This design comes from an exercise in tuning for small area, a short achievable clock period and few clock cycles per item on the open sky130 flow, not from production work. In this exercise RTL edits were held to simulation tests only and were not proved equivalent to the original.

## aes_cmac256
module aes_cmac256 (
  input  wire         clk,
  input  wire         rst,         
  output wire         in_ready,    
  input  wire         key_valid,
  input  wire [255:0] key,
  input  wire         blk_valid,
  input  wire [127:0] blk_data,
  input  wire         blk_last,
  input  wire [4:0]   blk_len,     
  output reg          tag_valid,
  output wire [127:0] tag
);
  reg [255:0] key_r;      
  reg [127:0] k1;         
  reg [127:0] st;         
  reg [255:0] kw;         
  reg [3:0]   rnd;        
  reg         busy;       
  reg         kstart;     
  reg         is_sub;     
  reg         is_last;    
  wire fin = busy && (rnd == 4'd14);
  wire can_blk = !kstart && (!busy || (fin && !is_last && !is_sub));
  wire can_key = !kstart && (!busy || is_last);
  assign in_ready = key_valid ? can_key : can_blk;
  wire hs_key = key_valid && in_ready;
  wire hs_blk = blk_valid && in_ready;
  assign tag = st;
  function automatic [127:0] dbl(input [127:0] x);
    dbl = {x[126:0], 1'b0} ^ (x[127] ? 128'h87 : 128'h0);
  endfunction
  function automatic [7:0] xtime(input [7:0] b);
    xtime = {b[6:0], 1'b0} ^ (b[7] ? 8'h1b : 8'h00);
  endfunction
  ...
export LEC_CHECK = 0
export CAP_MARGIN = 20
export CORE_MARGIN = 2
export CORE_UTILIZATION = 55
export PLACE_DENSITY = 0.65
export SETUP_SLACK_MARGIN = 3
export SLEW_MARGIN = 20
create_clock -name core_clock -period 9.0 [get_ports {clk}]
standard.sh (not shown) runs the stock make flow with config.mk's settings and CLKGATE_MAP_FILE= SYNTH_SCRIPT=/design/flow/synth_recipe.tcl, a recipe that flattens the netlist after the stock synthesis.
==> flow/flow/run.sh <==
#!/bin/bash
set -euo pipefail
W=$PWD
F=$W/flow
mkdir -p $W/mysynth

# ORFS's synth.tcl with only the ABC script swapped.
python3 - "$FLOW_HOME/scripts/synth.tcl" "$W/mysynth/synth.tcl" "$F/abc_map.script" <<'PY'
import sys
src, dst, script = sys.argv[1:]
s = open(src).read()
old = "  log_cmd abc {*}$abc_args\n"
assert s.count(old) == 1, "synth.tcl changed"
s = s.replace(old, "  set abc_args [lreplace $abc_args 1 1 %s]\n%s" % (script, old))
open(dst, "w").write(s)
PY
grep -q 'source $::env(SCRIPTS_DIR)/synth.tcl' synth_recipe.tcl
sed "s#source \$::env(SCRIPTS_DIR)/synth.tcl#source $W/mysynth/synth.tcl#" synth_recipe.tcl > $W/mysynth/synth_recipe.tcl

# standard.sh's make command, with that script, for the synth target only.
line=$(grep '^make ' standard.sh)
line=${line/SYNTH_SCRIPT=$W\/synth_recipe.tcl/SYNTH_SCRIPT=$W/mysynth/synth_recipe.tcl}
line=${line/\"\$\{@:-finish\}\"/synth}
grep -q "SYNTH_SCRIPT=$W/mysynth/synth_recipe.tcl" <<< "$line"
echo "$line" > $W/mysynth/make_synth.sh
bash $W/mysynth/make_synth.sh > $W/synth.log 2>&1

export BUFFER_PORTS_ARGS="-buffer_cell sky130_fd_sc_hd__buf_1"
bash standard.sh > $W/layout.log 2>&1
test -f out/final.def
==> flow/flow/abc_map.script <==
strash
&get -n
&fraig -x
&put
scorr
dc2
strash
&get -n
&dch -f
&nf
&put
Testbench counts at the start, summed over its fixed seeds: cycles 10,116, blocks 637.
Change:
==> flow/flow/abc_map.script (replaced) <==
strash
&get -n
&fraig -x
&put
scorr
dc2
strash
&get -n
&dch -f
&nf
&put
buffer -c
topo
stime -c
upsize -c
dnsize -c
What happened: Wire length rose by a few percent; global-route usage rose by 0.78 points.
Change:
SETUP_SLACK_MARGIN = unset   (was 3)
=>
- cell area shrinks by about 9%
- non-clock buffer count falls by 314
- critical path depth increases by 1
- area after synthesis stays the same
- final cell count falls by about 3.5%
- wire length went down by 4.1%
- setup slack degrades by 1.5 ns

* * *

## before
aes_cmac256, a different RTL version from the one above (not shown whole).
Size in the first run: ~520 I/O pins, roughly 68000 um^2 of cells after synthesis.
==> flow/config.mk <==
export PLATFORM = sky130hd
export DESIGN_NAME = aes_cmac256
export DESIGN_NICKNAME = aes_cmac256
export VERILOG_FILES = /design/flow/design.v
export SDC_FILE = /design/flow/constraint.sdc
export NUM_CORES = 4
export LEC_CHECK = 0
export CAP_MARGIN = 20
export CORE_MARGIN = 2
export CORE_UTILIZATION = 55
export CTS_BUF_LIST = sky130_fd_sc_hd__clkbuf_8
export PLACE_DENSITY = 0.65
export SETUP_SLACK_MARGIN = 3
export SLEW_MARGIN = 20
==> flow/constraint.sdc <==
create_clock -name core_clock -period 9.0 [get_ports {clk}]
set_input_delay 1.8000 -clock core_clock [delete_from_list [all_inputs] [get_ports {clk}]]
set_output_delay 1.8000 -clock core_clock [all_outputs]
set_load 0.01 [all_outputs]
==> flow/flow/run.sh <==
#!/bin/bash
set -euo pipefail
W=$PWD
F=$W/flow
mkdir -p $W/mysynth

# ORFS's synth.tcl with only the ABC script swapped.
python3 - "$FLOW_HOME/scripts/synth.tcl" "$W/mysynth/synth.tcl" "$F/abc_map.script" <<'PY'
import sys
src, dst, script = sys.argv[1:]
s = open(src).read()
old = "  log_cmd abc {*}$abc_args\n"
assert s.count(old) == 1, "synth.tcl changed"
s = s.replace(old, "  set abc_args [lreplace $abc_args 1 1 %s]\n%s" % (script, old))
# With SYNTH_HIERARCHICAL 1 every module is kept through ABC, so the S-boxes
# and aes_mixark are mapped on their own; synth_recipe.tcl flattens after.
open(dst, "w").write(s)
PY
# The standard synthesis, in a folder of its own, for its register names.
line=$(grep '^make ' standard.sh)
ref=${line/WORK_HOME=$W\/orfs/WORK_HOME=$W/refsynth}
ref=${ref/\"\$\{@:-finish\}\"/synth}
grep -q "WORK_HOME=$W/refsynth" <<< "$ref"
echo "$ref" > $W/mysynth/make_refsynth.sh
bash $W/mysynth/make_refsynth.sh > $W/refsynth.log 2>&1
python3 - $W/refsynth/results/*/aes_cmac256/base/1_2_yosys.v $W/mysynth/regnames.txt <<'PY'
import re, sys
# register instances: name ends in $_<cell type>_
names = re.findall(r"^\s*sky130_fd_sc_hd__\w+\s+(\\?\S+\$_[A-Z0-9_]+_)\s", open(sys.argv[1]).read(), re.M)
open(sys.argv[2], "w").write("\n".join(names) + "\n")
PY

grep -q 'source $::env(SCRIPTS_DIR)/synth.tcl' synth_recipe.tcl
sed "s#source \$::env(SCRIPTS_DIR)/synth.tcl#source $W/mysynth/synth.tcl#" synth_recipe.tcl > $W/mysynth/synth_recipe.tcl
python3 - $W/mysynth/synth_recipe.tcl $F/match_names.tcl <<'PY'
import sys
p, add = sys.argv[1:]
s = open(p).read()
old = "write_verilog -noattr"
assert s.count(old) == 1
s = s.replace(old, "source %s\n%s" % (add, old))
open(p, "w").write(s)
PY

# standard.sh's make command, with that script, for the synth target only.
line=$(grep '^make ' standard.sh)
line=${line/SYNTH_SCRIPT=$W\/synth_recipe.tcl/SYNTH_SCRIPT=$W/mysynth/synth_recipe.tcl}
line=${line/\"\$\{@:-finish\}\"/synth}
line="$line SYNTH_HIERARCHICAL=1"
grep -q "SYNTH_SCRIPT=$W/mysynth/synth_recipe.tcl" <<< "$line"
echo "$line" > $W/mysynth/make_synth.sh
bash $W/mysynth/make_synth.sh > $W/synth.log 2>&1

export BUFFER_PORTS_ARGS="-buffer_cell sky130_fd_sc_hd__buf_1"
bash standard.sh > $W/layout.log 2>&1
test -f out/final.def
Other scripts of this flow, unchanged in this note and not shown: flow/flow/abc_map.script, flow/flow/match_names.tcl
before reached the end of the flow, and the finished layout is clean on the timing, DRC and antenna checks.
Testbench counts of before, summed over its fixed seeds: cycles 10,116, blocks 637.
--- input diff before..after ---
# before
export LEC_CHECK = 0
export CAP_MARGIN = 20
export CORE_MARGIN = 2
export CORE_UTILIZATION = 55
export CTS_BUF_LIST = sky130_fd_sc_hd__clkbuf_8
export PLACE_DENSITY = 0.65
export SETUP_SLACK_MARGIN = 3
export SLEW_MARGIN = 20
create_clock -name core_clock -period 9.0 [get_ports {clk}]
# after
export LEC_CHECK = 0
export CAP_MARGIN = 20
export CORE_MARGIN = 2
export CORE_UTILIZATION = 55
export CTS_BUF_LIST = sky130_fd_sc_hd__clkbuf_8
export PLACE_DENSITY = 0.65
export SETUP_SLACK_MARGIN = 3.25
export SLEW_MARGIN = 20
create_clock -name core_clock -period 9.0 [get_ports {clk}]
Findings:
- after was carried through to the last stage, and its layout satisfied the timing, DRC and antenna checks.
- Between before and after, count of cells along the worst register-to-register path is higher for after, before comes in under that.
- after vs. before: met1 layer wirelength in the final routing went down by 940 um.
- before → after: sequential share of layout area lost 1.0 points; routed wire length on met3 +6.8%; number of global-route vias before repair rose 1.0%; share of the clock period used by the worst path -2.4 points.
- When after is measured against before, its final critical path time including I/O delays and setup turns out 0.21 ns lower.
- The final antenna diode count in after was higher than what before gave.
- Total non-filler cell area in the finished layout is higher on after
- The setup slack of after is larger than that of before.

-- afterwards: timing with drivers on the ports --
How much do the figures lean on ideal ports? The routed layouts below were timed once more, with nothing changed but the port constraints.
Step 1 sets driving cells, clkbuf_16 on the clock port and buf_2 on the other inputs (assumed; they add their load-dependent delay and slew).
Step 2 also shifts input and output timing later by t, the mid clock arrival at the registers, as if the neighbouring blocks saw the same clock.
a / b / c = ideal ports / drivers / drivers and shift; a / b = the first two.
| run | t (ns) | setup WS [ns] | worst register clock-pin slew, ns | worst slew at a driven data input, ns | cell pins on the clock port's net |
|---|---|---|---|---|---|
| the first run of note 1 | 0.798 | 2.926 / 2.926 / 2.887 | 0.07 / 0.07 | 0.10 | 1 |
| the second run of note 1 | 0.780 | 2.998 / 2.998 / 2.831 | 0.07 / 0.07 | 0.11 | 1 |
| the third run of note 1 | 0.788 | 1.463 / 1.463 / 1.463 | 0.07 / 0.07 | 0.19 | 1 |
| before | 0.997 | 3.095 / 3.095 / 3.095 | 0.08 / 0.08 | 0.09 | 1 |
| after | 0.980 | 3.307 / 3.307 / 3.307 | 0.07 / 0.07 | 0.09 | 1 |
After both steps every run listed still meets setup and hold. The setup slack of the second run of note 1, which loses most, moves by 0.000 ns with the drivers and by -0.167 ns with both steps.
